What follows belongs to an exercise in optimizing a design on an open flow for a short achievable clock period and few clock cycles per item; a production flow would make more cautious choices. At most, simulation tests tie the RTL to the original design; equivalence was not proved. Function not checked in run 1: the RTL went through the layout flow alone. Power figures rest on the tool's default switching activity, not on a simulated workload.

**flow/config.mk**
```make
export PLATFORM = sky130hd
export DESIGN_NAME = cell_screen
export DESIGN_NICKNAME = cell_screen
export VERILOG_FILES = /design/flow/design.v
export SDC_FILE = /design/flow/constraint.sdc
export NUM_CORES = 4
export LEC_CHECK = 0
export ABC_CLOCK_PERIOD_IN_PS = 3000
export CAP_MARGIN = 20
export CORE_MARGIN = 2
export CORE_UTILIZATION = 40
export SLEW_MARGIN = 20
```
**flow/constraint.sdc**
```tcl
create_clock -name core_clock -period 20.0 [get_ports {clk}]
set_input_delay 4.0000 -clock core_clock [delete_from_list [all_inputs] [get_ports {clk}]]
set_output_delay 4.0000 -clock core_clock [all_outputs]
set_load 0.01 [all_outputs]
```
**flow/design.v**
```verilog
module cell_screen (
    input  wire               clk,
    input  wire               rst,
    input  wire               tone_we,
    input  wire [7:0]         tone_addr,
    input  wire [11:0]        tone_data,
    input  wire [11:0]        lev1,
    input  wire [11:0]        lev2,
    input  wire [11:0]        lev3,
    input  wire               in_valid,
    output wire               in_ready,
    input  wire [7:0]         in_pix,
    input  wire signed [15:0] in_err,
    input  wire               in_miss,
    input  wire               in_last,
    input  wire signed [15:0] in_inl,
    input  wire signed [15:0] in_inr,
    output wire               out_valid,
    input  wire               out_ready,
    output wire [1:0]         out_level,
    output wire signed [15:0] out_err,
    output wire               out_last,
    output wire signed [15:0] out_el,
    output wire signed [15:0] out_er
);
    localparam integer CAP = 15;     
    function [21:0] add22;
        input [21:0] a;
        input [21:0] b;
        input        ci;
        reg   [21:0] p0, g, p, gn, pn;
        integer      i, l, s;
        begin
            p0   = a ^ b;
            g    = a & b;
            p    = p0;
            g[0] = g[0] | (p0[0] & ci);
            for (l = 0; l < 5; l = l + 1) begin
                s  = 1 << l;
                gn = g;
                pn = p;
                for (i = 0; i < 22; i = i + 1) begin
                    if (i >= s) begin
                        gn[i] = g[i] | (p[i] & g[i - s]);
                        pn[i] = p[i] & p[i - s];
                    end
                end
                g = gn;
                p = pn;
            end
            add22 = p0 ^ {g[20:0], ci};
        end
    endfunction
    function [21:0] add22x3;
        input [21:0] a;
        input [21:0] b;
        input [21:0] c;
        input        ci;
        reg   [21:0] s, k;
        begin
            s = a ^ b ^ c;
            k = (a & b) | (a & c) | (b & c);
            add22x3 = add22(s, {k[20:0], 1'b0}, ci);
        end
    endfunction
    function [21:0] add22x4;
        input [21:0] a;
        input [21:0] b;
        input [21:0] c;
        input [21:0] d;
        input        ci;
        reg   [21:0] s, k;
        begin
            s = a ^ b ^ c;
            k = (a & b) | (a & c) | (b & c);
            add22x4 = add22x3(s, {k[20:0], 1'b0}, d, ci);
        end
    endfunction
    function [21:0] add22x5;
        input [21:0] a;
        input [21:0] b;
        input [21:0] c;
        input [21:0] d;
        input [21:0] e;
        input        ci;
        reg   [21:0] s, k;
        begin
            s = a ^ b ^ c;
            k = (a & b) | (a & c) | (b & c);
            add22x5 = add22x4(s, {k[20:0], 1'b0}, d, e, ci);
        end
    endfunction
    function [21:0] add22x6;
        input [21:0] a;
        input [21:0] b;
        input [21:0] c;
        input [21:0] d;
        input [21:0] e;
        input [21:0] f;
        input        ci;
        reg   [21:0] s, k;
        begin
            s = a ^ b ^ c;
            k = (a & b) | (a & c) | (b & c);
            add22x6 = add22x5(s, {k[20:0], 1'b0}, d, e, f, ci);
        end
    endfunction
    function signed [16:0] sat17;
        input [21:0] v;
        begin
            if ($signed(v) > 22'sd32767)
                sat17 = 17'sd32767;
            else if ($signed(v) < -22'sd32769)
                sat17 = -17'sd32769;
            else
                sat17 = v[16:0];
        end
    endfunction
    function gt17;
        input [21:0] nd;             
        input [16:0] t;
        reg   [21:0] r;
        begin
            r    = add22({{5{t[16]}}, t}, nd, 1'b1);
            gt17 = r[17];
        end
    endfunction
    function signed [15:0] clamp16;
        input signed [21:0] v;
        begin
            if (v > 22'sd32767)
                clamp16 = 16'sh7fff;
            else if (v < -22'sd32768)
                clamp16 = 16'sh8000;
            else
                clamp16 = v[15:0];
        end
    endfunction
    reg        tw_we;
    reg [7:0]  tw_addr;
    reg [11:0] tw_data;
    reg [11:0] tone [0:255];
    always @(posedge clk) begin
        tw_we   <= tone_we;
        tw_addr <= tone_addr;
        tw_data <= tone_data;
        if (tw_we)
            tone[tw_addr] <= tw_data;
    end
    reg [11:0] l1, l2, l3;
    reg [11:0] h1, h2, h3;           
    always @(posedge clk) begin
        l1 <= lev1;
        l2 <= lev2;
        l3 <= lev3;
        h1 <= l1 >> 1;
        h2 <= ({1'b0, l1} + {1'b0, l2}) >> 1;
        h3 <= ({1'b0, l2} + {1'b0, l3}) >> 1;
    end
    reg        in_ready_r;
    reg  [4:0] inflight;
    reg        ov;                   
    wire acc = in_valid & in_ready_r;
    wire pop = ov & out_ready;
    wire [4:0] inflight_up = inflight + 5'd1;
    wire [4:0] inflight_dn = inflight - 5'd1;
    wire       room_up     = (inflight < CAP - 1);
    wire       room_same   = (inflight < CAP);
    wire       room_dn     = (inflight < CAP + 1);
    always @(posedge clk) begin
        if (rst) begin
            inflight   <= 5'd0;
            in_ready_r <= 1'b1;
        end else if (acc & !pop) begin
            inflight   <= inflight_up;
            in_ready_r <= room_up;
        end else if (!acc & pop) begin
            inflight   <= inflight_dn;
            in_ready_r <= room_dn;
        end else begin
            in_ready_r <= room_same;
        end
    end
    assign in_ready = in_ready_r;
    reg               i_v;
    reg        [15:0] i_hi, i_lo;
    reg signed [15:0] i_err, i_inl, i_inr;
    reg               i_miss, i_last;
    reg               i_first;       
    always @(posedge clk) begin
        i_v    <= acc & ~rst;
        i_hi   <= 16'd1 << in_pix[7:4];
        i_lo   <= 16'd1 << in_pix[3:0];
        i_err  <= in_err;
        i_inl  <= in_inl;
        i_inr  <= in_inr;
        i_miss <= in_miss;
        i_last <= in_last;
        if (rst)
            i_first <= 1'b1;
        else if (i_v)
            i_first <= i_last;
    end
    reg [11:0] c_T;
    reg [11:0] c_grp;
    integer    gi, gj;
    always @(*) begin
        c_T = 12'd0;
        for (gi = 0; gi < 16; gi = gi + 1) begin
            c_grp = 12'd0;
            for (gj = 0; gj < 16; gj = gj + 1)
                c_grp = c_grp | ({12{i_lo[gj]}} & tone[gi * 16 + gj]);
            c_T = c_T | ({12{i_hi[gi]}} & c_grp);
        end
    end
    wire [21:0] c_inl = i_first ? {{6{i_inl[15]}}, i_inl} : 22'd0;
    wire [21:0] c_inr = i_last  ? {{6{i_inr[15]}}, i_inr} : 22'd0;
    wire [21:0] c_P   = add22x3({{6{i_err[15]}}, i_err}, c_inl, c_inr, 1'b0);
    reg               s1_v;
    reg        [11:0] s1_T;
    reg signed [17:0] s1_P;
    reg               s1_miss, s1_last, s1_first;
    always @(posedge clk) begin
        s1_v     <= i_v & ~rst;
        s1_T     <= c_T;
        s1_P     <= c_P[17:0];
        s1_miss  <= i_miss;
        s1_last  <= i_last;
        s1_first <= i_first;
    end
    wire [21:0] x_P  = {{4{s1_P[17]}}, s1_P};
    wire [21:0] x_T  = {10'd0, s1_T};
    wire [21:0] c_TP = add22(x_P, x_T, 1'b0);
    wire [21:0] c_thi = add22(22'd32767, ~x_P, 1'b1);
    wire [21:0] c_tlo = add22(-22'sd32769, ~x_P, 1'b1);
    wire [21:0] c_Ehi = add22x3(x_T, 22'd32767, s1_miss ? 22'd0 : ~{10'd0, l3},
                                !s1_miss);
    wire [21:0] c_Elo = add22(x_T, -22'sd32768, 1'b0);
    reg               sa_v;
    reg        [21:0] sa_TP;
    reg signed [16:0] sa_thi, sa_tlo;
    reg        [21:0] sa_Ehi, sa_Elo;
    reg               sa_miss, sa_last, sa_first;
    always @(posedge clk) begin
        sa_v     <= s1_v & ~rst;
        sa_TP    <= c_TP;
        sa_thi   <= sat17(c_thi);
        sa_tlo   <= sat17(c_tlo);
        sa_Ehi   <= c_Ehi;
        sa_Elo   <= c_Elo;
        sa_miss  <= s1_miss;
        sa_last  <= s1_last;
        sa_first <= s1_first;
    end
    wire [21:0] c_t1 = add22({10'd0, h1}, ~sa_TP, 1'b1);
    wire [21:0] c_t2 = add22({10'd0, h2}, ~sa_TP, 1'b1);
    wire [21:0] c_t3 = add22({10'd0, h3}, ~sa_TP, 1'b1);
    wire [21:0] c_Q1 = add22(sa_TP, ~{10'd0, l1}, 1'b1);
    wire [21:0] c_Q2 = add22(sa_TP, ~{10'd0, l2}, 1'b1);
    wire [21:0] c_Q3 = add22(sa_TP, ~{10'd0, l3}, 1'b1);
    wire [21:0] c_R0 = add22({sa_TP[18:0], 3'd0}, ~sa_TP, 1'b1);
    wire [21:0] c_G0 = add22({sa_TP[20:0], 1'b0}, sa_TP, 1'b0);
    wire [21:0] c_G1 = add22x3({sa_TP[20:0], 1'b0}, sa_TP, -22'sd4, 1'b0);
    wire [21:0] c_h7 = add22({sa_Ehi[18:0], 3'd0}, ~sa_Ehi, 1'b1);
    wire [21:0] c_h5 = add22({sa_Ehi[19:0], 2'd0}, sa_Ehi, 1'b0);
    wire [21:0] c_l7 = add22({sa_Elo[18:0], 3'd0}, ~sa_Elo, 1'b1);
    wire [21:0] c_l5 = add22({sa_Elo[19:0], 2'd0}, sa_Elo, 1'b0);
    reg               sb_v;
    reg signed [16:0] sb_t1, sb_t2, sb_t3, sb_thi, sb_tlo;
    reg        [21:0] sb_Q0, sb_Q1, sb_Q2, sb_Q3;
    reg        [19:0] sb_R0;
    reg        [17:0] sb_G0, sb_G1;
    reg        [15:0] sb_ah, sb_bh, sb_al, sb_bl;
    reg        [17:0] sb_Ehi, sb_Elo;
    reg               sb_miss, sb_last, sb_first;
    always @(posedge clk) begin
        sb_v     <= sa_v & ~rst;
        sb_t1    <= sat17(c_t1);
        sb_t2    <= sat17(c_t2);
        sb_t3    <= sat17(c_t3);
        sb_thi   <= sa_thi;
        sb_tlo   <= sa_tlo;
        sb_Q0    <= sa_TP;
        sb_Q1    <= c_Q1;
        sb_Q2    <= c_Q2;
        sb_Q3    <= c_Q3;
        sb_R0    <= c_R0[19:0];
        sb_G0    <= c_G0[17:0];
        sb_G1    <= c_G1[17:0];
        sb_ah    <= c_h7[19:4];
        sb_bh    <= c_h5[19:4];
        sb_al    <= c_l7[19:4];
        sb_bl    <= c_l5[19:4];
        sb_Ehi   <= sa_Ehi[17:0];
        sb_Elo   <= sa_Elo[17:0];
        sb_miss  <= sa_miss;
        sb_last  <= sa_last;
        sb_first <= sa_first;
    end
    wire [21:0] c_R1 = add22({sb_Q1[18:0], 3'd0}, ~sb_Q1, 1'b1);
    wire [21:0] c_R2 = add22({sb_Q2[18:0], 3'd0}, ~sb_Q2, 1'b1);
    wire [21:0] c_R3 = add22({sb_Q3[18:0], 3'd0}, ~sb_Q3, 1'b1);
    wire [21:0] c_CH = add22({6'd0, sb_ah}, sb_miss ? {6'd0, sb_bh} : 22'd0, 1'b0);
    wire [21:0] c_CL = add22({6'd0, sb_al}, sb_miss ? {6'd0, sb_bl} : 22'd0, 1'b0);
    reg               s2_v;
    reg signed [16:0] s2_t1, s2_t2, s2_t3, s2_thi, s2_tlo;
    reg        [19:0] s2_R0, s2_R1, s2_R2, s2_R3;    
    reg        [17:0] s2_G0, s2_G1;                  
    reg        [17:0] s2_Q0, s2_Q1, s2_Q2, s2_Q3;    
    reg        [17:0] s2_Ehi, s2_Elo;
    reg        [15:0] s2_CH, s2_CL;
    reg               s2_miss, s2_last, s2_first;
    always @(posedge clk) begin
        s2_v     <= sb_v & ~rst;
        s2_t1    <= sb_t1;
        s2_t2    <= sb_t2;
        s2_t3    <= sb_t3;
        s2_thi   <= sb_thi;
        s2_tlo   <= sb_tlo;
        s2_R0    <= sb_R0;
        s2_R1    <= c_R1[19:0];
        s2_R2    <= c_R2[19:0];
        s2_R3    <= c_R3[19:0];
        s2_G0    <= sb_G0;
        s2_G1    <= sb_G1;
        s2_Q0    <= sb_Q0[17:0];
        s2_Q1    <= sb_Q1[17:0];
        s2_Q2    <= sb_Q2[17:0];
        s2_Q3    <= sb_Q3[17:0];
        s2_Ehi   <= sb_Ehi;
        s2_Elo   <= sb_Elo;
        s2_CH    <= c_CH[15:0];
        s2_CL    <= c_CL[15:0];
        s2_miss  <= sb_miss;
        s2_last  <= sb_last;
        s2_first <= sb_first;
    end
    reg signed [15:0] d;             
    wire [21:0] dx  = {{6{d[15]}}, d};
    wire [21:0] ndx = ~dx;
    wire gt1 = gt17(ndx, s2_t1);
    wire gt2 = gt17(ndx, s2_t2);
    wire gt3 = gt17(ndx, s2_t3);
    wire hi  = gt17(ndx, s2_thi);
    wire lo  = !gt17(ndx, s2_tlo);
    wire [21:0] sF0 = add22x3({dx[18:0], 3'd0}, ndx, {2'd0, s2_R0}, 1'b1);
    wire [21:0] sF1 = add22x3({dx[18:0], 3'd0}, ndx, {2'd0, s2_R1}, 1'b1);
    wire [21:0] sF2 = add22x3({dx[18:0], 3'd0}, ndx, {2'd0, s2_R2}, 1'b1);
    wire [21:0] sF3 = add22x3({dx[18:0], 3'd0}, ndx, {2'd0, s2_R3}, 1'b1);
    wire [21:0] sG0 = add22x3({dx[20:0], 1'b0}, dx, {4'd0, s2_G0}, 1'b0);
    wire [21:0] sG1 = add22x3({dx[20:0], 1'b0}, dx, {4'd0, s2_G1}, 1'b0);
    wire [3:0] m = d[3:0] + s2_Q0[3:0];
    reg        corr;
    always @(*) begin
        case (m)
            4'd2, 4'd3, 4'd4, 4'd6, 4'd8, 4'd9, 4'd11,
            4'd12, 4'd15: corr = 1'b1;
            default:      corr = 1'b0;
        endcase
    end
    wire u_hi = hi;
    wire u_lo = !hi & lo;
    wire u_in = !hi & !lo;
    wire u_G0 = u_in & s2_miss & !corr;
    wire u_G1 = u_in & s2_miss & corr;
    wire u_F3 = u_in & !s2_miss & gt3;
    wire u_F2 = u_in & !s2_miss & !gt3 & gt2;
    wire u_F1 = u_in & !s2_miss & !gt2 & gt1;
    wire u_F0 = u_in & !s2_miss & !gt1;
    wire [15:0] dr_col = ({16{u_hi}} & s2_CH)
                       | ({16{u_lo}} & s2_CL)
                       | ({16{u_G0}} & sG0[17:2])
                       | ({16{u_G1}} & sG1[17:2])
                       | ({16{u_F3}} & sF3[19:4])
                       | ({16{u_F2}} & sF2[19:4])
                       | ({16{u_F1}} & sF1[19:4])
                       | ({16{u_F0}} & sF0[19:4]);
    wire        keep   = !s2_last;
    wire [15:0] d_next = ({16{u_hi & keep}} & s2_CH)
                       | ({16{u_lo & keep}} & s2_CL)
                       | ({16{u_G0 & keep}} & sG0[17:2])
                       | ({16{u_G1 & keep}} & sG1[17:2])
                       | ({16{u_F3 & keep}} & sF3[19:4])
                       | ({16{u_F2 & keep}} & sF2[19:4])
                       | ({16{u_F1 & keep}} & sF1[19:4])
                       | ({16{u_F0 & keep}} & sF0[19:4]);
    wire [1:0] kk = gt3 ? 2'd3 : gt2 ? 2'd2 : gt1 ? 2'd1 : 2'd0;
    wire [1:0] k  = s2_miss ? 2'd0 : kk;
    always @(posedge clk) begin
        if (rst)
            d <= 16'sd0;
        else if (s2_v)
            d <= d_next;
    end
    reg               s3_v;
    reg        [15:0] s3_d, s3_dr;
    reg        [1:0]  s3_k;
    reg               s3_hi, s3_lo;
    reg        [17:0] s3_Q;
    reg        [17:0] s3_Ehi, s3_Elo;
    reg               s3_miss, s3_last, s3_first;
    always @(posedge clk) begin
        s3_v     <= s2_v & ~rst;
        s3_d     <= d;
        s3_dr    <= dr_col;
        s3_k     <= k;
        s3_hi    <= hi;
        s3_lo    <= lo;
        case (k)
            2'd0:    s3_Q <= s2_Q0;
            2'd1:    s3_Q <= s2_Q1;
            2'd2:    s3_Q <= s2_Q2;
            default: s3_Q <= s2_Q3;
        endcase
        s3_Ehi   <= s2_Ehi;
        s3_Elo   <= s2_Elo;
        s3_miss  <= s2_miss;
        s3_last  <= s2_last;
        s3_first <= s2_first;
    end
    wire [21:0] c_eu = add22({4'd0, s3_Q}, {{6{s3_d[15]}}, s3_d}, 1'b0);
    reg               se_v;
    reg        [17:0] se_e;
    reg        [15:0] se_dr;
    reg        [1:0]  se_k;
    reg               se_miss, se_last, se_first;
    always @(posedge clk) begin
        se_v     <= s3_v & ~rst;
        se_e     <= s3_hi ? s3_Ehi : s3_lo ? s3_Elo : c_eu[17:0];
        se_dr    <= s3_dr;
        se_k     <= s3_k;
        se_miss  <= s3_miss;
        se_last  <= s3_last;
        se_first <= s3_first;
    end
    wire [21:0] xe   = {{4{se_e[17]}}, se_e};
    wire [21:0] c_e3 = add22({xe[20:0], 1'b0}, xe, 1'b0);
    wire [21:0] c_e5 = add22({xe[19:0], 2'd0}, xe, 1'b0);
    wire [21:0] c_e7 = add22({xe[18:0], 3'd0}, ~xe, 1'b1);
    reg               s4_v;
    reg        [17:0] s4_e;
    reg        [17:0] s4_ddl, s4_dd0, s4_dr0;
    reg        [15:0] s4_dr;
    reg        [1:0]  s4_k;
    reg               s4_miss, s4_last, s4_first;
    always @(posedge clk) begin
        s4_v     <= se_v & ~rst;
        s4_e     <= se_e;
        s4_ddl   <= c_e3[21:4];
        s4_dd0   <= c_e5[21:4];
        s4_dr0   <= c_e7[21:4];
        s4_dr    <= se_dr;
        s4_k     <= se_k;
        s4_miss  <= se_miss;
        s4_last  <= se_last;
        s4_first <= se_first;
    end
    wire [21:0] x4e   = {{4{s4_e[17]}}, s4_e};
    wire [21:0] x4dr0 = {{4{s4_dr0[17]}}, s4_dr0};
    wire [21:0] x4ddl = {{4{s4_ddl[17]}}, s4_ddl};
    wire [21:0] x4dd0 = {{4{s4_dd0[17]}}, s4_dd0};
    wire [21:0] c_ddr = add22x5(x4e, ~x4dr0, ~x4ddl, ~x4dd0, 22'd2, 1'b1);
    wire [21:0] c_er  = add22x6(x4e, ~x4dr0, ~x4ddl, ~x4dd0, 22'd2,
                                {{6{s4_dr[15]}}, s4_dr}, 1'b1);
    reg               s5_v;
    reg        [17:0] s5_ddl, s5_dd, s5_ddr;
    reg        [15:0] s5_er;
    reg        [1:0]  s5_k;
    reg               s5_last, s5_first;
    always @(posedge clk) begin
        s5_v     <= s4_v & ~rst;
        s5_ddl   <= s4_ddl;
        s5_dd    <= s4_miss ? 18'd0 : s4_dd0;
        s5_ddr   <= c_ddr[17:0];
        s5_er    <= c_er[15:0];
        s5_k     <= s4_k;
        s5_last  <= s4_last;
        s5_first <= s4_first;
    end
    reg               h_v;
    reg        [1:0]  h_k;
    reg        [18:0] h_acc;         
    reg        [17:0] h_ddr;         
    reg               h_last;
    reg        [15:0] h_el, h_er;
    wire emit = h_v & (s5_v | h_last);
    wire [21:0] c_acc = add22(s5_first ? 22'd0 : {{4{h_ddr[17]}}, h_ddr},
                              {{4{s5_dd[17]}}, s5_dd}, 1'b0);
    wire [21:0] c_fin = add22({{3{h_acc[18]}}, h_acc},
                              h_last ? 22'd0 : {{4{s5_ddl[17]}}, s5_ddl}, 1'b0);
    reg               b_v;
    reg        [1:0]  b_level;
    reg        [15:0] b_err, b_el, b_er;
    reg               b_last;
    always @(posedge clk) begin
        if (rst)
            h_v <= 1'b0;
        else if (s5_v)
            h_v <= 1'b1;
        else if (emit)
            h_v <= 1'b0;
        if (s5_v) begin
            h_k    <= s5_k;
            h_acc  <= c_acc[18:0];
            h_ddr  <= s5_ddr;
            h_last <= s5_last;
            h_er   <= s5_er;
            if (s5_first)
                h_el <= s5_ddl[15:0];
        end
        b_v     <= emit & ~rst;
        b_level <= h_k;
        b_err   <= clamp16(c_fin);
        b_last  <= h_last;
        b_el    <= h_el;
        b_er    <= h_er;
    end
    localparam integer W = 2 + 16 + 1 + 16 + 16;
    reg [W-1:0] qb [0:15];
    reg [3:0]   q_wp, q_rp, q_hp;    
    reg         q_ne;                
    reg [W-1:0] head;
    wire [W-1:0] b_word = {b_level, b_err, b_last, b_el, b_er};
    wire         take   = !ov | out_ready;      
    wire         from_q = take & q_ne;
    wire [3:0]   q_rp1  = q_rp + 4'd1;
    wire [W-1:0] q_new  = qb[q_rp];
    wire [W-1:0] q_old  = qb[q_hp];
    always @(posedge clk) begin
        if (rst) begin
            ov   <= 1'b0;
            q_wp <= 4'd0;
            q_rp <= 4'd0;
            q_ne <= 1'b0;
        end else begin
            if (take)
                ov <= q_ne;
            if (b_v)
                q_wp <= q_wp + 4'd1;
            if (from_q)
                q_rp <= q_rp1;
            q_ne <= b_v | (from_q ? (q_rp1 != q_wp) : q_ne);
        end
        if (from_q)
            q_hp <= q_rp;
        if (b_v)
            qb[q_wp] <= b_word;
        head <= take ? q_new : q_old;
    end
    assign out_valid = ov;
    assign {out_level, out_err, out_last, out_el, out_er} = head;
endmodule
```
**flow/flow/run.sh**
```bash
#!/bin/bash
# Standard layout, with repair_timing aiming for slack well above 0 so that
# the resizer works on the paths that set the achieved period.
set -euo pipefail
bash standard.sh SETUP_SLACK_MARGIN=15 finish > orfs_make.log 2>&1
```
**flow/standard.sh**
```bash
#!/bin/bash
# synth_recipe.tcl (not shown) runs the flow's synth.tcl, then flattens the netlist and writes it again
# the make line also repeats each setting of config.mk as NAME=value (left out here)
make -C /OpenROAD-flow-scripts/flow DESIGN_CONFIG=/design/flow/config.mk WORK_HOME=/design/flow/orfs CLKGATE_MAP_FILE= SYNTH_SCRIPT=/design/flow/synth_recipe.tcl "${@:-finish}"
```
==> results of run 1 <==
==> where the power goes <==
part	internal, W	total [W]	switching, W
sequential	0.0130	0.0139	0.000879
clock	0.00583	0.0103	0.00443
combinational	0.00437	0.0105	0.00612
total	0.0232	0.0347	0.0114
==> routing by layer <==
layer	track usage	part of all wire	vias up
met4	0.0801	0.039	10
met2	0.355	0.46	6144
met3	0.0440	0.093	1053
li1	-	-	53900
met5	0	0.00011	-
met1	0.309	0.41	63800
==> stage by stage <==
step | total power, W | setup slack, ns
floorplan | 0.0213 | 14.52
global placement | 0.0244 | 13.71
detailed placement | 0.0246 | 13.71
CTS | 0.0348 | 14.25
global route | 0.0366 | 14.29
finish | 0.0347 | 14.40
==> synth_stat cells (all sizes together) (46+ instances only) <==
cell | n | area share
nand2b | 74 | 0.0022
nor2 | 649 | 0.012
inv | 712 | 0.013
and3 | 46 | 0.0014
nor3 | 151 | 0.0036
nor2b | 122 | 0.0036
buf | 163 | 0.0030
and2 | 111 | 0.0033
a22oi | 410 | 0.015
a21oi | 269 | 0.0064
a21boi | 50 | 0.0018
a31oi | 47 | 0.0014
ha | 699 | 0.041
xnor2 | 318 | 0.013
mux2 | 71 | 0.0038
o21a | 79 | 0.0028
clkbuf | 414 | 0.0073
mux4 | 510 | 0.054
xor2 | 154 | 0.0064
o21ai | 316 | 0.0075
a21o | 104 | 0.0037
a221oi | 628 | 0.026
a22o | 619 | 0.026
nand2 | 390 | 0.0069
fa | 173 | 0.016
dfxtp | 1357 | 0.13
edfxtp | 3964 | 0.56
nand3 | 174 | 0.0041
nand4 | 242 | 0.0072
==> registers in the layout (all words and copies together) (netlist names), 19 cells and up, named ones only <==
signal	count
qb	816
tone	3072
head	51
sa_TP	22
sb_Q1	20
s2_R1	19
sb_Q2	20
s2_R3	19
h_acc	19
sb_Q3	20
s2_R2	19
==> cell families after synthesis <==
group | Yosys count | share of synthesized area
multiplexers | 591 | 0.0585
buffers and inverters | 1292 | 0.0231
AND/OR/NAND/NOR | 2115 | 0.0491
AO/OA/AOI/OAI | 2809 | 0.101
flip-flops | 5321 | 0.691
XOR/XNOR | 472 | 0.0196
adder cells (fa/ha/maj) | 872 | 0.0577
==> cell type report <==
type	count	area (µm²)
fillers	45500	286000
multi-input cells	6860	61200
repair buffers	525	4610
well taps	6994	8750
clock buffers	740	15300
flip-flops and latches	5321	146000
clock inverters	270	2890
diodes	28	70.1
inverters	715	2730
==> cells in the final DEF, fill, tap and decap left out, drive strengths merged, types with 47 or more instances in the layout <==
master / synthesis / final
nor3: 151 / 151
a22oi: 410 / 410
a31oi: 47 / 47
nand4: 242 / 242
nand3: 174 / 174
a21oi: 269 / 269
xor2: 154 / 154
clkinv: 3 / 200
mux2: 71 / 71
mux4: 510 / 510
buf: 163 / 407
edfxtp: 3964 / 3964
nand2b: 74 / 75
a22o: 619 / 619
clkbuf: 414 / 741
fa: 173 / 173
dfxtp: 1357 / 1357
o21ai: 316 / 316
ha: 699 / 699
clkdlybuf4s50: 0 / 115
o21a: 79 / 79
a21o: 104 / 104
a221oi: 628 / 628
a21boi: 50 / 50
nor2b: 122 / 122
xnor2: 318 / 318
nor2: 649 / 649
and2: 111 / 111
nand2: 390 / 390
inv: 712 / 730
==> path summary, 6_finish.rpt <==
check / startpoint / to / slack (ns) / cells past startpoint
max: head[45] / out_err[12] / 14.40 / 1
min: sb_t3[12] / s2_t3[12] / 0.30 / 0
max reg2reg: i_lo[15] / s1_T[4] / 15.17 / 8
min reg2reg: sb_t3[12] / s2_t3[12] / 0.30 / 0
==> timing repair <==
action / 4_1_cts / 5_1_grt
buffers inserted: 3 / 22
endpoints found under the setup margin: 65 / 68
gates resized for setup: 266 / 32
gates cloned: 1 / 0
==> notes.md, run 1 <==
worst-case hold slack 0.301 ns; 1st-iter DRT viols 14400; Final setup violation count 0; cell area after synthesis 0.212 mm²; measured slew at the worst slew-check pin 1.30 ns; wire length of the first global-routing pass 879000 µm; Total Die Area 0.535 mm²; total clock buffers created by CTS 561; vias per inst approximately 5.8; async set or reset register ratio after synthesis 0; sinks on the clock net 5321; final worst path period share 0.280; maximum number of pins on one net before global-route repair approximately 180; count of pins over their slew limit 0; die extent in y 731 µm; slowest cell delay on critical path 0.40 ns; # placed instances 20400; Crit Path Class flip-flop to output pin; count of H-tree levels built during CTS 6; TritonCTS clock tree done; placeable core area 0.528 mm²; post-synthesis area per instance about 16 µm²; post-route DRC violation count 0; max-cap violations 0; total track usage 0.224; routed wire length 622000 µm; I/O Buffers ~170; post-synthesis instance total 13500; total grt overflow 0; data required time at the worst endpoint 16.00 ns; final layout net count 15000; slowest stage cell on the critical path sky130_fd_sc_hd__dfxtp_4; worst-path fanout max 1; worst-case vdd ir drop around 0.00023 V; post-synthesis register bit count 5321; via count of the first global-routing pass 121000; number of failing hold endpoints at the final stage 0; main flop type after synthesis sky130_fd_sc_hd__edfxtp_1; fraction of layout cells with a size suffix above 1 0.149; total half-perimeter wirelength after legalization and detailed placement between 300000 and 400000 µm; worst max-slew margin expressed relative to the limit 0.136; capturing element type of the critical path output pin; static leakage 83.4 nW; routed wire length per instance 29.0 µm; CP delay by family, top flip-flops; maximum clock frequency around 180 MHz; RePlAce Congestion 0.892; path type of the worst min-delay path flip-flop to flip-flop; final sum of negative setup slack 0 ns; die boundary width 731 µm; antenna violations before repair 32; critical path cell sequence buf_6; launching element type of the critical path flip-flop; Post-synth EDFFs ~4000; worst-case clock skew 0.105 ns; syn nets 14500; sequential area share after synthesis 0.691; maximum clock path buffer count 4; crit path buf inv count 1; number of core rows 267; Clk Latency, worst-skew pair 1.13 ns; hold buffer count at cts 0; total number of vias 125000; IO Pins 172; drt first pass iters 6; final instance area roughly 0.24 mm²; time the final worst path needs with I/O delays and setup about 5.6 ns; Post-Layout Cell Count 21500; signed area change from the synthesized netlist to the final layout 14.3%; number of library cell types mapped by synthesis 99; total placed instance area 0.223 mm²; initial standard-cell utilization of the core 0.401; arrival time worst endpoint 1.60 ns; clk slew on worst S/H paths 0.07 ns; Synth warnings 1; RSZ-0062 raised after global routing true; library cell used as clock root buffer sky130_fd_sc_hd__clkbuf_16; number of nets with antenna violations after detailed routing 0; post-layout util 0.458; PD cells 143 mW/mm²; result of the run complete, no violations
==> run 2: changes to the inputs <==
--- a/flow/design.v
+++ b/flow/design.v
@@ -160,3 +160,3 @@
     reg        in_ready_r;
-    reg  [4:0] inflight;
+    reg [15:0] inflight;             
     reg        ov;                   
@@ -164,10 +164,7 @@
     wire pop = ov & out_ready;
-    wire [4:0] inflight_up = inflight + 5'd1;
-    wire [4:0] inflight_dn = inflight - 5'd1;
-    wire       room_up     = (inflight < CAP - 1);
-    wire       room_same   = (inflight < CAP);
-    wire       room_dn     = (inflight < CAP + 1);
+    wire [15:0] inflight_up = {inflight[14:0], 1'b1};
+    wire [15:0] inflight_dn = {1'b0, inflight[15:1]};
     always @(posedge clk) begin
         if (rst) begin
-            inflight   <= 5'd0;
+            inflight   <= 16'd0;
             in_ready_r <= 1'b1;
@@ -175,8 +172,8 @@
             inflight   <= inflight_up;
-            in_ready_r <= room_up;
+            in_ready_r <= !inflight_up[CAP - 1];
         end else if (!acc & pop) begin
             inflight   <= inflight_dn;
-            in_ready_r <= room_dn;
+            in_ready_r <= !inflight_dn[CAP - 1];
         end else begin
-            in_ready_r <= room_same;
+            in_ready_r <= !inflight[CAP - 1];
         end
--- a/flow/flow/run.sh
+++ b/flow/flow/run.sh
@@ -4,2 +4,2 @@
 set -euo pipefail
-bash standard.sh SETUP_SLACK_MARGIN=15 finish > orfs_make.log 2>&1
+bash standard.sh SETUP_SLACK_MARGIN=15.5 finish > orfs_make.log 2>&1
--- a/flow/config.mk
+++ b/flow/config.mk
@@ -10,3 +10,5 @@
 export CORE_MARGIN = 2
-export CORE_UTILIZATION = 40
+export CORE_UTILIZATION = 70
+export CTS_CLUSTER_DIAMETER = 50
+export CTS_CLUSTER_SIZE = 24
 export SLEW_MARGIN = 20
==> run 2 against run 1 <==
  * Combinational power is 8% higher
  * Maximum frequency is 1.5% higher
  * Synthesized cell count hardly changed
  * Clock skew is 0.023 ns lower
  * Core utilization is 33 points higher
==> notes.md, run 2 <==
result of the run complete, no violations; path type of the worst min-delay path flip-flop to flip-flop; Post-Layout Cell Count 18400 (-14%); sequential area share after synthesis 0.691 (about the same); cell taking the most area after synthesis sky130_fd_sc_hd__edfxtp_1; number of failing hold endpoints at the final stage 0 (unchanged); max-cap violations 0 (unchanged); count of H-tree levels built during CTS 5 (-1); data required time at the worst endpoint 16.00 ns (about the same); worst max-slew margin expressed relative to the limit 0.127 (-0.00890); leading registers by flop count tone x3072, qb x816, head x51; via count of the first global-routing pass 127000 (+5.2%); routed wire length 617000 µm (-0.77%); critical path cell sequence buf_6; main area contributors after synthesis sky130_fd_sc_hd__edfxtp_1, sky130_fd_sc_hd__dfxtp_1, sky130_fd_sc_hd__mux4_2, sky130_fd_sc_hd__ha_1, sky130_fd_sc_hd__a22o_1; initial standard-cell utilization of the core 0.705 (+0.304); startpoint of the worst-slack reg-to-reg timing path i_lo[6]; top cells by count, synth sky130_fd_sc_hd__edfxtp_1, sky130_fd_sc_hd__dfxtp_1, sky130_fd_sc_hd__inv_1, sky130_fd_sc_hd__ha_1, sky130_fd_sc_hd__nor2_1; most frequent standard cell in the layout excluding fill and tap cells sky130_fd_sc_hd__edfxtp_1; cell area after synthesis 0.212 mm² (about the same); number of flip-flops in the largest register 3072 (unchanged); syn nets 14500 (+0.028%); Crit Path Class flip-flop to output pin; commonest non-fill, non-tap cells in the layout sky130_fd_sc_hd__edfxtp_1, sky130_fd_sc_hd__dfxtp_1, sky130_fd_sc_hd__ha_1; RePlAce Congestion 0.944 (+5.8%); IO Pins 172 (unchanged); library cell used as clock root buffer sky130_fd_sc_hd__clkbuf_16; main combinational cell family by area after synthesis compound AO/OA/AOI/OAI gates; Clk Latency, worst-skew pair 1.03 ns (-0.10 ns); total track usage 0.398 (+0.174); total placed instance area 0.220 mm² (-1.6%); I/O Buffers 171 (unchanged); simple-gate portion of the synthesized area 0.0489 (-0.000179); time the final worst path needs with I/O delays and setup 5.52 ns (-0.0846 ns); sinks on the clock net 5332 (+0.21%); reg-to-reg endpoint s1_T[0]; share of Yosys cell area claimed by the top area cell type 0.562 (about the same); worst-case clock skew 0.0829 ns (-0.0225 ns); async set or reset register ratio after synthesis 0 (unchanged); clk slew on worst S/H paths 0.08 ns (about the same); PD cells 146 mW/mm² (+2.1%); total half-perimeter wirelength after legalization and detailed placement 378000 µm (-0.91%); TritonCTS clock tree done; Total Die Area 0.307 mm² (-43%); post-synthesis area per instance 15.7 µm² (about the same); 1st-iter DRT viols 19100 (+32%); die extent in y 554 µm (-24%); wire length of the first global-routing pass 877000 µm (-0.29%); WHS Path Cells 0 (unchanged); worst-case hold slack 0.300 ns (-0.000556 ns); worst-path fanout max 1 (unchanged); adder-cell area share of the yosys netlist 0.0574 (-0.000309); capture endpoint of the worst hold path s4_dr[9]; fraction of layout cells with a size suffix above 1 0.156 (+0.00707); slowest cell delay on critical path 0.40 ns (about the same); maximum number of pins on one net before global-route repair 209 (+14%); antenna violations before repair 51 (+59%); number of core rows 201 (-25%); # placed instances 17400 (-15%); placeable core area 0.301 mm² (-43%); RSZ-0062 raised after global routing true; count of pins over their slew limit 0 (unchanged); hold buffer count at cts 0 (unchanged); launching element type of the critical path flip-flop; post-synthesis instance total 13500 (+0.059%); routed wire length per instance 33.6 µm (+16%); CP delay by family, top flip-flops; final worst path period share 0.276 (-0.00423); count leader, synth sky130_fd_sc_hd__edfxtp_1; post-layout util 0.790 (+0.332); worst-case vdd ir drop 0.000351 V (+53%); Final setup violation count 0 (unchanged); Synth warnings 1 (unchanged); final layout net count 15000 (-0.040%); number of nets with antenna violations after detailed routing 0 (unchanged); hold wc startpoint se_dr[9]; total grt overflow 0 (unchanged); post-synthesis register bit count 5332 (+0.21%); post-route DRC violation count 0 (unchanged); total clock buffers created by CTS 451 (-20%); maximum clock frequency 181 MHz (+1.5%); slowest stage cell on the critical path sky130_fd_sc_hd__dfxtp_4; length in cells of the worst reg-to-reg path 8 (unchanged); final sum of negative setup slack 0 ns (unchanged); measured slew at the worst slew-check pin 1.30 ns (-0.000340 ns); number of library cell types mapped by synthesis 97 (-2.0%); drt first pass iters 9 (+3); vias per inst 7.11 (+22%); total number of vias 131000 (+4.7%); die boundary width 554 µm (-24%); maximum clock path buffer count 4 (unchanged); multiplexer share of the synthesized area 0.0594 (+0.000884); R2R setup slack 15.30 ns (+0.13 ns); capturing element type of the critical path output pin; Post-synth EDFFs 3964 (unchanged); Reg with most FFs tone; main flop type after synthesis sky130_fd_sc_hd__edfxtp_1; final instance area 0.238 mm² (-1.8%); signed area change from the synthesized netlist to the final layout 12.2%; crit path buf inv count 1 (unchanged); arrival time worst endpoint 1.52 ns (-0.08 ns); complex-gate fraction of the synthesized area 0.101 (-0.000750); xor-xnor portion of the synthesized cell area 0.0196 (+0.0000407); static leakage 83.2 nW (-0.23%)
run 2: cell types whose count changed in the layout (fill, tap and decap cells not counted), sizes merged, moves of 17 or more:
cell | before | now
a21oi | 269 | 296
o21ai | 316 | 289
nor2 | 649 | 666
mux2i | 10 | 34
clkbuf | 741 | 475
clkinv | 200 | 157
xnor2 | 318 | 339
inv | 730 | 863
xor2 | 154 | 133
nand3 | 174 | 193
buf | 407 | 505
run 2: cells by family (layout without fill, tap and decap cells):
family | Yosys count | in the layout
DFF | 5332 | 5332
AOI/OAI and AO/OA | 2799 | 2799
and+or+nand+nor | 2115 | 2118
buffers and inverters | 1283 | 2186
adders and majority gates | 868 | 868
muxes | 611 | 611
xor gates and xnor gates | 472 | 472
other | 0 | 34
run 2: worst max-delay path by stage:
stage	depth (start not counted)	end	startpoint	slack (ns)
after floorplan	9	inflight[10]	in_valid	15.01
after global placement	5	flip-flop	out_ready	13.84
after detailed placement	5	flip-flop	out_ready	13.84
after CTS	1	out_err[3]	head[36]	14.45
after global routing	1	out_er[15]	head[15]	14.46
final	1	out_er[15]	head[15]	14.48
run 2: per-layer routing:
metal  up-vias  global-route usage  part of all wire
met5         -                   0           0.00041
met4        36               0.226             0.067
met3      1858              0.0971              0.13
met2      9680               0.612              0.46
met1     65200               0.526              0.35
li1      53900                   -                 -
run 2: area by class of cell:
class,instances,area [µm²]
antenna,34,85.1
clock buffer,473,11600
multi-input combinational,6868,61200
clock inverter,384,4980
timing repair buffer,624,5360
sequential,5332,147000
tap,3958,4950
fill,16200,63000
inverter,705,2710
run 2: timing repair:
item                       in CTS  in global routing
gates cloned                    3                  0
setup buffers                  52                 12
setup endpoints to repair     235                166
resized for setup             329                 63
pin swaps                       8                 12
run 2: where the power goes:
group | switching, W | leakage, nW | internal (W) | total, W
Combinational | 0.00673 | 28.1 | 0.00457 | 0.0113
Sequential | 0.000858 | 47.1 | 0.0130 | 0.0139
Clock | 0.00463 | 8.01 | 0.00491 | 0.00954
Total | 0.0122 | 83.2 | 0.0225 | 0.0347
run 2: stage by stage:
| stage | total power, W | setup slack, ns |
|---|---|---|
| floorplan | 0.0213 | 15.01 |
| global placement | 0.0245 | 13.84 |
| detailed placement | 0.0248 | 13.84 |
| CTS | 0.0344 | 14.45 |
| global route | 0.0363 | 14.46 |
| finish | 0.0347 | 14.48 |
Testbench counts of run 2, summed over its fixed seeds: cycles 190,376, items 190,272.
==> run 3: changes to the inputs <==
--- a/flow/flow/run.sh
+++ b/flow/flow/run.sh
@@ -4,2 +4,2 @@
 set -euo pipefail
-bash standard.sh SETUP_SLACK_MARGIN=15.5 finish > orfs_make.log 2>&1
+bash standard.sh SETUP_SLACK_MARGIN=15.3 finish > orfs_make.log 2>&1
--- a/flow/config.mk
+++ b/flow/config.mk
@@ -10,5 +10,6 @@
 export CORE_MARGIN = 2
-export CORE_UTILIZATION = 70
-export CTS_CLUSTER_DIAMETER = 50
+export CORE_UTILIZATION = 60
+export CTS_CLUSTER_DIAMETER = 60
 export CTS_CLUSTER_SIZE = 24
+export PLACE_DENSITY = 0.75
 export SLEW_MARGIN = 20
==> run 3 against run 2 <==
  * Still clean
  * Synthesized cell count is the same
  * Clock skew grew 0.0067 ns
  * Sequential share of layout area grew 1.1 points
  * First-iteration DRC count shrank 4.4%
  * Register-to-register slack gained 0.16 ns
  * Core utilization shrank 13 points
  * Combinational power shrank 4%
  * Setup slack gained 0.033 ns
  * Clock power shrank 17%
  * Die area grew 17%
  * Cell count grew 2.0%
  * Total power shrank 6.3%
==> notes.md, run 3 <==
result of the run complete, no violations; main area contributors after synthesis sky130_fd_sc_hd__edfxtp_1, sky130_fd_sc_hd__dfxtp_1, sky130_fd_sc_hd__mux4_2, sky130_fd_sc_hd__ha_1, sky130_fd_sc_hd__a22o_1; CP delay by family, top flip-flops; number of library cell types mapped by synthesis 97 (unchanged); clk slew on worst S/H paths 0.09 ns (about the same); post-synthesis instance total 13500 (unchanged); fin worst setup slack 14.52 ns (+0.0330 ns); TritonCTS clock tree done; Crit Path Class flip-flop to output pin; final worst path period share 0.274 (-0.00165); Reg with most FFs tone; initial standard-cell utilization of the core 0.602 (-0.103); Psw 0.0114 W (-7.1%); data required time at the worst endpoint 16.00 ns (about the same); path type of the worst min-delay path flip-flop to flip-flop; measured slew at the worst slew-check pin 1.21 ns (-0.0813 ns); combinational power share 0.332 (+0.007); total number of vias 127000 (-2.5%); antenna violations before repair 29 (-43%); net switching share of the total power 0.349 (-0.00313); final layout net count 14800 (-1.0%); Post-synth EDFFs 3964 (unchanged); maximum number of pins on one net before global-route repair 113 (-46%); worst-case clock skew 0.0896 ns (+0.00672 ns); IO Pins 172 (unchanged); post-synthesis register bit count 5332 (unchanged); async set or reset register ratio after synthesis 0 (unchanged); placeable core area 0.352 mm² (+17%); total half-perimeter wirelength after legalization and detailed placement 369000 µm (-2.4%); total track usage 0.327 (-0.0714); count of H-tree levels built during CTS 5 (unchanged); cell-internal power 0.0212 W (-5.8%); Synth warnings 1 (unchanged); critical path cell sequence buf_6; cell taking the most area after synthesis sky130_fd_sc_hd__edfxtp_1; time the final worst path needs with I/O delays and setup 5.48 ns (-0.0330 ns); worst-case hold slack 0.291 ns (-0.00950 ns); count of pins over their slew limit 0 (unchanged); post-route DRC violation count 0 (unchanged); fraction of power consumed by the clock network 0.242 (-0.033); number of failing hold endpoints at the final stage 0 (unchanged); count leader, synth sky130_fd_sc_hd__edfxtp_1; commonest non-fill, non-tap cells in the layout sky130_fd_sc_hd__edfxtp_1, sky130_fd_sc_hd__dfxtp_1, sky130_fd_sc_hd__ha_1; maximum clock path buffer count 4 (unchanged); vias per inst 6.80 (-4.4%); library cell used as clock root buffer sky130_fd_sc_hd__clkbuf_16; number of flip-flops in the largest register 3072 (unchanged); signed area change from the synthesized netlist to the final layout 10.3%; total grt overflow 0 (unchanged); Final setup violation count 0 (unchanged); maximum clock frequency 182 MHz (+0.60%); sinks on the clock net 5332 (unchanged); die extent in y 598 µm (+8.0%); number of core rows 218 (+8.5%); worst-path fanout max 2 (+1); number of nets with antenna violations after detailed routing 0 (unchanged); share of Yosys cell area claimed by the top area cell type 0.562 (unchanged); static leakage 80.8 nW (-2.8%); arrival time worst endpoint 1.48 ns (-0.04 ns); capturing element type of the critical path output pin; die boundary width 598 µm (+8.0%); slowest cell delay on critical path 0.35 ns (-0.05 ns); syn nets 14500 (unchanged); 1st-iter DRT viols 18200 (-4.4%); drt first pass iters 9 (unchanged); leading registers by flop count tone x3072, qb x816, head x51; RePlAce Congestion 0.945 (about the same); post-synthesis area per instance 15.7 µm² (unchanged); routed wire length per instance 31.7 µm (-5.5%); worst max-slew margin expressed relative to the limit 0.182 (+0.0548); slowest stage cell on the critical path sky130_fd_sc_hd__dfxtp_4; wire length of the first global-routing pass 847000 µm (-3.4%); worst-case vdd ir drop 0.000339 V (-3.6%); total clock buffers created by CTS 353 (-22%); max-cap violations 0 (unchanged); PD cells 140 mW/mm² (-4.6%); total chip power 0.0326 W (-6.3%); Post-Place Worst Slack 13.89 ns (+0.0558 ns); fraction of layout cells with a size suffix above 1 0.136 (-0.0195); Clk Latency, worst-skew pair 1.03 ns (about the same); Total Die Area 0.358 mm² (+17%); routed wire length 595000 µm (-3.6%); top cells by count, synth sky130_fd_sc_hd__edfxtp_1, sky130_fd_sc_hd__dfxtp_1, sky130_fd_sc_hd__inv_1, sky130_fd_sc_hd__ha_1, sky130_fd_sc_hd__nor2_1; cell area after synthesis 0.212 mm² (unchanged); most frequent standard cell in the layout excluding fill and tap cells sky130_fd_sc_hd__edfxtp_1; part of the total power dissipated in sequential elements 0.426 (+0.026); final sum of negative setup slack 0 ns (unchanged); I/O Buffers 171 (unchanged); launching element type of the critical path flip-flop; main flop type after synthesis sky130_fd_sc_hd__edfxtp_1; via count of the first global-routing pass 125000 (-2.1%); RSZ-0062 raised after global routing true; hold buffer count at cts 0 (unchanged); crit path buf inv count 1 (unchanged); sequential area share after synthesis 0.691 (unchanged)
-- run 3: area by class of cell --
cell class | count | area (µm²)
inverter | 705 | 2690
antenna | 13 | 32.5
fill | 23300 | 118000
clock buffer | 389 | 9120
clock inverter | 253 | 3350
multi-input combinational | 6865 | 61000
sequential | 5332 | 147000
tap | 4620 | 5780
timing repair buffer | 574 | 4900
-- run 3: final timing paths --
check / from / end / slack [ns] / depth (start not counted)
setup / recovery: ov / out_valid / 14.52 / 1
hold / removal: s2_Ehi[5] / s3_Ehi[5] / 0.29 / 0
setup reg to reg: sa_TP[1] / sb_t3[5] / 15.46 / 13
hold reg to reg: s2_Ehi[5] / s3_Ehi[5] / 0.29 / 0
-- run 3: kinds of logic after synthesis --
logic type | after synthesis | synth area share
AND/OR/NAND/NOR | 2115 | 0.0489
AO/OA/AOI/OAI | 2799 | 0.101
adder cells (fa/ha/maj) | 868 | 0.0574
XOR/XNOR | 472 | 0.0196
buffers and inverters | 1283 | 0.0228
multiplexers | 611 | 0.0594
flip-flops | 5332 | 0.691
-- run 3: per-layer routing --
layer	track usage	vias to the layer above	share of wire
met2	0.522	8563	0.47
met4	0.183	14	0.065
met3	0.0590	1701	0.11
li1	-	53400	-
met5	0	-	0.00016
met1	0.427	63800	0.36
-- run 3: stage by stage --
stage               instance area (µm²)  cells   util
detailed placement               221000  18100  0.627
global placement                 221000  18100  0.627
floorplan                        212000  13500      -
CTS                              233000  18700  0.663
finish                           234000  18800  0.664
global route                     233000  18700  0.664
-- run 3: repair_timing --
action,in CTS,in global routing
gates cloned,0,1
setup endpoints to repair,170,89
buffers inserted,27,10
endpoints found under the hold margin,0,0
pin swaps,0,7
resized for setup,274,46
-- run 3: power groups by stage --
stage          clock [W]  combinational (W)  sequential [W]
2_1_floorplan          0            0.00768          0.0137
3_3_place_gp           0             0.0102          0.0141
3_5_place_dp           0             0.0105          0.0141
4_1_cts          0.00794             0.0106          0.0139
5_1_grt          0.00832             0.0119          0.0139
6_report         0.00790             0.0108          0.0139
==> run 4: changes to the inputs <==
--- a/flow/config.mk
+++ b/flow/config.mk
@@ -13,3 +13,2 @@
 export CTS_CLUSTER_SIZE = 24
-export PLACE_DENSITY = 0.75
 export SLEW_MARGIN = 20
==> run 4 against run 3 <==
  * Synthesized cell count did not move
  * Via count fell by 1.2%
  * Sequential power barely moved
  * Largest cell class unchanged
  * Largest power group unchanged
  * Total power rose by 1.6%
  * Routed wire length rose by 4.5%
  * Still clean
  * Worst hold slack improved by 0.018 ns
  * Register-to-register slack got worse by 0.17 ns
  * Cell count rose by 0.23%
==> notes.md, run 4 <==
result of the run complete, no violations; Reg with most FFs tone; vias per inst 6.70 (-1.4%); initial standard-cell utilization of the core 0.602 (unchanged); top cells by count, synth sky130_fd_sc_hd__edfxtp_1, sky130_fd_sc_hd__dfxtp_1, sky130_fd_sc_hd__inv_1, sky130_fd_sc_hd__ha_1, sky130_fd_sc_hd__nor2_1; sinks on the clock net 5332 (unchanged); 1st-iter DRT viols 16300 (-11%); wire length on met2 290000 µm (+4.0%); capturing element type of the critical path output pin; worst max-slew margin expressed relative to the limit 0.193 (+0.0115); total grt overflow 0 (unchanged); CP delay by family, top flip-flops; antenna violations before repair 33 (+14%); R2R setup slack 15.29 ns (-0.17 ns); final worst path period share 0.273 (-0.00117); Clk Latency, worst-skew pair 1.01 ns (-0.02 ns); clk slew on worst S/H paths 0.09 ns (about the same); post-route DRC violation count 0 (unchanged); multiplexer share of the synthesized area 0.0594 (unchanged); launching element type of the critical path flip-flop; via count of the first global-routing pass 123000 (-1.6%); commonest non-fill, non-tap cells in the layout sky130_fd_sc_hd__edfxtp_1, sky130_fd_sc_hd__dfxtp_1, sky130_fd_sc_hd__ha_1; main area contributors after synthesis sky130_fd_sc_hd__edfxtp_1, sky130_fd_sc_hd__dfxtp_1, sky130_fd_sc_hd__mux4_2, sky130_fd_sc_hd__ha_1, sky130_fd_sc_hd__a22o_1; number of core rows 218 (unchanged); startpoint of the worst-slack reg-to-reg timing path i_lo[14]; final instance area 0.235 mm² (+0.49%); simple-gate portion of the synthesized area 0.0489 (unchanged); die extent in y 598 µm (unchanged); number of failing hold endpoints at the final stage 0 (unchanged); final sum of negative setup slack 0 ns (unchanged); number of flip-flops in the largest register 3072 (unchanged); worst-case clock skew 0.0711 ns (-0.0185 ns); sequential area share after synthesis 0.691 (unchanged); arrival time worst endpoint 1.46 ns (-0.02 ns); die boundary width 598 µm (unchanged); Final setup violation count 0 (unchanged); adder-cell area share of the yosys netlist 0.0574 (unchanged); placeable core area 0.352 mm² (unchanged); leading registers by flop count tone x3072, qb x816, head x51; cell taking the most area after synthesis sky130_fd_sc_hd__edfxtp_1; total track usage 0.344 (+0.0170); Post-Place Worst Slack 13.98 ns (+0.0844 ns); measured slew at the worst slew-check pin 1.20 ns (-0.0171 ns); total half-perimeter wirelength after legalization and detailed placement 393000 µm (+6.5%); maximum clock frequency 183 MHz (+0.43%); RSZ-0062 raised after global routing true; main combinational cell family by area after synthesis compound AO/OA/AOI/OAI gates; cell area after synthesis 0.212 mm² (unchanged); xor-xnor portion of the synthesized cell area 0.0196 (unchanged); path type of the worst min-delay path flip-flop to flip-flop; hold buffer count at cts 0 (unchanged); max-cap violations 0 (unchanged); IO Pins 172 (unchanged); crit path buf inv count 1 (unchanged); critical path cell sequence buf_6; number of nets with antenna violations after detailed routing 0 (unchanged); routed wire length 622000 µm (+4.5%); worst-path fanout max 1 (-1); I/O Buffers 171 (unchanged); post-synthesis area per instance 15.7 µm² (unchanged); main flop type after synthesis sky130_fd_sc_hd__edfxtp_1; reg-to-reg endpoint s1_T[4]; hold wc startpoint sb_G1[17]; met3 WL post-DR 58100 µm (-11%); RePlAce Congestion 0.925 (-2.1%); Crit Path Class flip-flop to output pin; data required time at the worst endpoint 16.00 ns (about the same); slowest stage cell on the critical path sky130_fd_sc_hd__dfxtp_2; TritonCTS clock tree done; final layout net count 14800 (+0.081%); fraction of layout cells with a size suffix above 1 0.143 (+0.00655); capture endpoint of the worst hold path s2_G1[17]; Total Die Area 0.358 mm² (unchanged); count of pins over their slew limit 0 (unchanged); maximum number of pins on one net before global-route repair 170 (+50%); routed wire length per instance 33.1 µm (+4.3%); syn nets 14500 (unchanged); worst-case vdd ir drop 0.000312 V (-7.9%); share of Yosys cell area claimed by the top area cell type 0.562 (unchanged); count of H-tree levels built during CTS 5 (unchanged); highest signal layer in the routed design met5; count leader, synth sky130_fd_sc_hd__edfxtp_1; maximum clock path buffer count 4 (unchanged); slowest cell delay on critical path 0.36 ns (about the same); complex-gate fraction of the synthesized area 0.101 (unchanged); total clock buffers created by CTS 376 (+6.5%); total number of vias 126000 (-1.2%); total placed instance area 0.221 mm² (about the same); most frequent standard cell in the layout excluding fill and tap cells sky130_fd_sc_hd__edfxtp_1; time the final worst path needs with I/O delays and setup 5.46 ns (-0.0235 ns); fin worst setup slack 14.54 ns (+0.0235 ns); WHS Path Cells 0 (unchanged); PD cells 141 mW/mm² (+1.1%); number of library cell types mapped by synthesis 97 (unchanged); M1 WL 239000 µm (+13%); post-synthesis register bit count 5332 (unchanged); library cell used as clock root buffer sky130_fd_sc_hd__clkbuf_16; signed area change from the synthesized netlist to the final layout 10.8%; wire length of the first global-routing pass 878000 µm (+3.7%); Post-synth EDFFs 3964 (unchanged); worst-case hold slack 0.309 ns (+0.0181 ns); length in cells of the worst reg-to-reg path 10 (-3); Synth warnings 1 (unchanged); post-layout util 0.667 (+0.00323); static leakage 81.3 nW (+0.60%); drt first pass iters 9 (unchanged); async set or reset register ratio after synthesis 0 (unchanged); post-synthesis instance total 13500 (unchanged)
[run 4: logic make-up (layout without fill, tap and decap cells)]
family                   after synthesis  count (layout)
flip-flops                          5332            5332
AO/OA/AOI/OAI                       2799            2799
AND/OR/NAND/NOR                     2115            2115
buffers and inverters               1283            1967
adder cells (fa/ha/maj)              868             868
multiplexers                         611             611
XOR/XNOR                             472             472
other                                  0              10
[run 4: layer usage]
metal | track usage | vias up
met5 | 0 | -
met4 | 0.160 | 18
met3 | 0.0529 | 1263
met2 | 0.546 | 6921
met1 | 0.472 | 64300
li1 | - | 53500
[run 4: cell type report]
cell class,count,area (µm²)
well taps,4620,5780
diodes,10,25.0
repair buffers,563,4820
inverters,705,2700
clock buffers,402,9650
multi-input cells,6865,61100
flip-flops and latches,5332,147000
fillers,24200,117000
clock inverters,297,3920
[run 4: what timing repair did]
item	in CTS	in global routing
buffers inserted	32	6
setup endpoints to repair	157	143
pin swaps	0	1
gates resized for setup	268	51
hold endpoints to repair	0	0
[run 4: power by group]
group	internal, W	leakage, nW	switching [W]
Sequential	0.0130	47.1	0.000876
Clock	0.00400	6.55	0.00437
Combinational	0.00442	27.7	0.00638
Total	0.0215	81.3	0.0116
[run 4: worst max-delay path by stage]
stage | cells after the start | start | endpoint
after floorplan | 9 | in_valid | inflight[11]
after global placement | 4 | out_ready | head[36]
after detailed placement | 4 | out_ready | head[41]
after CTS | 1 | head[10] | out_er[10]
after global routing | 1 | head[10] | out_er[10]
final | 1 | head[10] | out_er[10]
[run 4: per-stage QoR]
stage               total power, W  std cells
finish                      0.0331      18800
global route                0.0348      18800
CTS                         0.0330      18800
detailed placement          0.0247      18000
global placement            0.0244      18000
floorplan                   0.0213      13500
==> run 5: changes to the inputs <==
--- a/flow/config.mk
+++ b/flow/config.mk
@@ -12,3 +12,3 @@
 export CTS_CLUSTER_DIAMETER = 60
-export CTS_CLUSTER_SIZE = 24
+export CTS_CLUSTER_SIZE = 28
 export SLEW_MARGIN = 20
==> run 5 against run 4 <==
  * Setup slack improved by 0.016 ns
  * Core utilization about the same
  * Clock power about the same
  * Via count decreased by 0.16%
  * Total power increased by 0.17%
  * Design area about the same
  * Routed wire length about the same
  * Cell count about the same
  * Largest power group unchanged
==> notes.md, run 5 <==
worst-case hold slack 0.290 ns (-0.0193 ns); time the final worst path needs with I/O delays and setup 5.44 ns (-0.0155 ns); capture endpoint of the worst hold path s2_G1[17]; path type of the worst min-delay path flip-flop to flip-flop; post-route DRC violation count 0 (unchanged); async set or reset register ratio after synthesis 0 (unchanged); worst-path fanout max 1 (unchanged); Synth warnings 1 (unchanged); cell taking the most area after synthesis sky130_fd_sc_hd__edfxtp_1; measured slew at the worst slew-check pin 1.35 ns (+0.155 ns); post-synthesis register bit count 5332 (unchanged); max-cap violations 0 (unchanged); count of H-tree levels built during CTS 5 (unchanged); IO Pins 172 (unchanged); total clock buffers created by CTS 365 (-2.9%); main area contributors after synthesis sky130_fd_sc_hd__edfxtp_1, sky130_fd_sc_hd__dfxtp_1, sky130_fd_sc_hd__mux4_2, sky130_fd_sc_hd__ha_1, sky130_fd_sc_hd__a22o_1; final layout net count 14800 (-0.074%); Psw 0.0117 W (+0.94%); syn nets 14500 (unchanged); maximum clock frequency 184 MHz (+0.28%); total half-perimeter wirelength after legalization and detailed placement 393000 µm (unchanged); result of the run complete, no violations; startpoint of the worst-slack reg-to-reg timing path i_lo[14]; Post-synth EDFFs 3964 (unchanged); CP delay by family, top flip-flops; routed wire length per instance 33.1 µm (+0.10%); part of the total power dissipated in sequential elements 0.420 (about the same); leading registers by flop count tone x3072, qb x816, head x51; critical path cell sequence buf_6; final sum of negative setup slack 0 ns (unchanged); RePlAce Congestion 0.925 (unchanged); Reg with most FFs tone; data required time at the worst endpoint 16.00 ns (about the same); RSZ-0062 raised after global routing true; 1st-iter DRT viols 16400 (+0.42%); combinational power share 0.328 (+0.002); wire length of the first global-routing pass 878000 µm (about the same); commonest non-fill, non-tap cells in the layout sky130_fd_sc_hd__edfxtp_1, sky130_fd_sc_hd__dfxtp_1, sky130_fd_sc_hd__ha_1; count leader, synth sky130_fd_sc_hd__edfxtp_1; sequential area share after synthesis 0.691 (unchanged); Crit Path Class flip-flop to output pin; Final setup violation count 0 (unchanged); reg-to-reg endpoint s1_T[4]; die boundary width 598 µm (unchanged); worst max-slew margin expressed relative to the limit 0.0888 (-0.105); final worst path period share 0.272 (-0.000775); most frequent standard cell in the layout excluding fill and tap cells sky130_fd_sc_hd__edfxtp_1; fraction of power consumed by the clock network 0.252 (about the same); Post-Place Worst Slack 13.98 ns (unchanged); drt first pass iters 6 (-3); library cell used as clock root buffer sky130_fd_sc_hd__clkbuf_16; Clk Latency, worst-skew pair 0.99 ns (-0.02 ns); I/O Buffers 171 (unchanged); number of failing hold endpoints at the final stage 0 (unchanged); initial standard-cell utilization of the core 0.602 (unchanged); TritonCTS clock tree done; worst-case vdd ir drop 0.000309 V (-0.95%); cell-internal power 0.0214 W (-0.25%); share of Yosys cell area claimed by the top area cell type 0.562 (unchanged); slowest stage cell on the critical path sky130_fd_sc_hd__dfxtp_2; via count of the first global-routing pass 123000 (-0.085%); fraction of layout cells with a size suffix above 1 0.142 (-0.000979); total chip power 0.0331 W (+0.17%); Total Die Area 0.358 mm² (unchanged); maximum clock path buffer count 4 (unchanged); number of nets with antenna violations after detailed routing 0 (unchanged); number of core rows 218 (unchanged); cell area after synthesis 0.212 mm² (unchanged); launching element type of the critical path flip-flop; main flop type after synthesis sky130_fd_sc_hd__edfxtp_1; count of pins over their slew limit 0 (unchanged); crit path buf inv count 1 (unchanged); R2R setup slack 15.33 ns (+0.04 ns); worst-case clock skew 0.0641 ns (-0.00696 ns); total number of vias 126000 (-0.16%); WHS Path Cells 0 (unchanged); placeable core area 0.352 mm² (unchanged); multi-input logic area 0.0612 mm² (about the same); arrival time worst endpoint 1.44 ns (-0.02 ns); maximum number of pins on one net before global-route repair 170 (unchanged); clk slew on worst S/H paths 0.10 ns (about the same); routed wire length 622000 µm (about the same); post-synthesis instance total 13500 (unchanged); number of flip-flops in the largest register 3072 (unchanged); top cells by count, synth sky130_fd_sc_hd__edfxtp_1, sky130_fd_sc_hd__dfxtp_1, sky130_fd_sc_hd__inv_1, sky130_fd_sc_hd__ha_1, sky130_fd_sc_hd__nor2_1; sinks on the clock net 5332 (unchanged); total track usage 0.344 (about the same); fin worst setup slack 14.56 ns (+0.0155 ns); vias per inst 6.69 (-0.13%); slowest cell delay on critical path 0.37 ns (about the same); static leakage 81.3 nW (about the same); hold buffer count at cts 0 (unchanged); length in cells of the worst reg-to-reg path 10 (unchanged); net switching share of the total power 0.354 (+0.00270); antenna violations before repair 30 (-9.1%); die extent in y 598 µm (unchanged); signed area change from the synthesized netlist to the final layout 10.8% (about the same); final instance area 0.235 mm² (about the same); final-layout fill cell count 24200 (+0.066%); capturing element type of the critical path output pin; total area of sequential cells 0.147 mm² (unchanged); PD cells 141 mW/mm² (+0.16%); number of library cell types mapped by synthesis 97 (unchanged); hold wc startpoint sb_G1[17]; post-synthesis area per instance 15.7 µm² (unchanged); total placed instance area 0.221 mm² (unchanged); total grt overflow 0 (unchanged)
## run 5: changes by cell type in the layout (fill, tap and decap cells not counted), sizes merged
cell and change:
clkinv +6, diode +8, inv -1, bufinv -5, clkinvlp -7, clkbuf -8
## run 5: metrics by stage
| stage | cells | utilization |
|---|---|---|
| final | 18800 | 0.667 |
| after CTS | 18800 | 0.666 |
| after floorplan | 13500 | - |
| after global placement | 18000 | 0.627 |
| after global routing | 18800 | 0.667 |
| after detailed placement | 18000 | 0.627 |
## run 5: power by group through the flow
stage	clock network [W]	logic [W]	registers, W
6_report	0.00836	0.0109	0.0139
4_1_cts	0.00843	0.0106	0.0139
5_1_grt	0.00882	0.0120	0.0140
3_3_place_gp	0	0.0103	0.0141
3_5_place_dp	0	0.0105	0.0142
2_1_floorplan	0	0.00768	0.0137
## run 5: metal layers
layer | track usage | share of wire | wire (µm) | up-vias
li1 | - | - | - | 53500
met1 | 0.471 | 0.39 | 240000 | 64200
met2 | 0.550 | 0.47 | 291000 | 6852
met3 | 0.0533 | 0.093 | 57800 | 1225
met4 | 0.154 | 0.052 | 32500 | 10
met5 | 0 | 0.00011 | 66 | -
## run 5: how the worst max path moves through the flow
stage	cells past startpoint	startpoint	slack [ns]	to
5_1_grt	1	head[10]	14.51	out_er[10]
4_1_cts	1	head[10]	14.48	out_er[10]
6_report	1	head[3]	14.56	out_er[3]
2_1_floorplan	9	in_valid	15.00	inflight[11]
3_3_place_gp	4	out_ready	14.05	head[36]
3_5_place_dp	4	out_ready	13.98	head[41]
## run 5: cell families after synthesis
logic type / count (synthesis) / share of synthesized area
AOI/OAI and AO/OA: 2799 / 0.101
xor gates and xnor gates: 472 / 0.0196
adders and majority gates: 868 / 0.0574
buffers and inverters: 1283 / 0.0228
DFF: 5332 / 0.691
muxes: 611 / 0.0594
and+or+nand+nor: 2115 / 0.0489
## run 5: final cells by class
type / count / share of cell area
sequential: 5332 / 0.625
multi-input combinational: 6865 / 0.261
clock buffer: 394 / 0.0401
tap: 4620 / 0.0246
timing repair buffer: 563 / 0.0205
clock inverter: 290 / 0.0176
inverter: 705 / 0.0115
antenna: 18 / 0.000192
## run 5: what timing repair did
action	4_1_cts	5_1_grt
setup endpoints to repair	158	102
resized for setup	270	51
pin swaps	0	3
buffers inserted	32	6

## afterwards: timing with drivers on the ports
In the flow no input, the clock included, has a driving cell. The finished layouts below were timed again as built, in two steps. Step 1, drivers: a clkbuf_16 drives clk and a buf_2 each remaining input, both assumed. Step 2 times the ports against the registers' clock, not the clock port: input delays grow and output delays shrink by t, the midpoint of the rising clock arrivals with the driver on. Three values: ideal ports, drivers, drivers and shift; two values: the first two.
run	t (ns)	setup WS [ns]	worst register clock-pin slew, ns	cell pins on the clock port's net
run 1	1.210	14.399 / 14.267 / 13.992	0.07 / 0.07	1
run 2	1.110	14.483 / 14.363 / 14.541	0.09 / 0.09	1
run 3	1.091	14.516 / 14.399 / 14.259	0.09 / 0.09	1
run 4	1.086	14.540 / 14.431 / 14.212	0.10 / 0.10	1
run 5	1.081	14.555 / 14.446 / 14.208	0.11 / 0.11	1
After both steps every run listed still meets setup and hold. The setup slack of run 1, which loses most, moves by -0.132 ns with the drivers and by -0.407 ns with both steps.
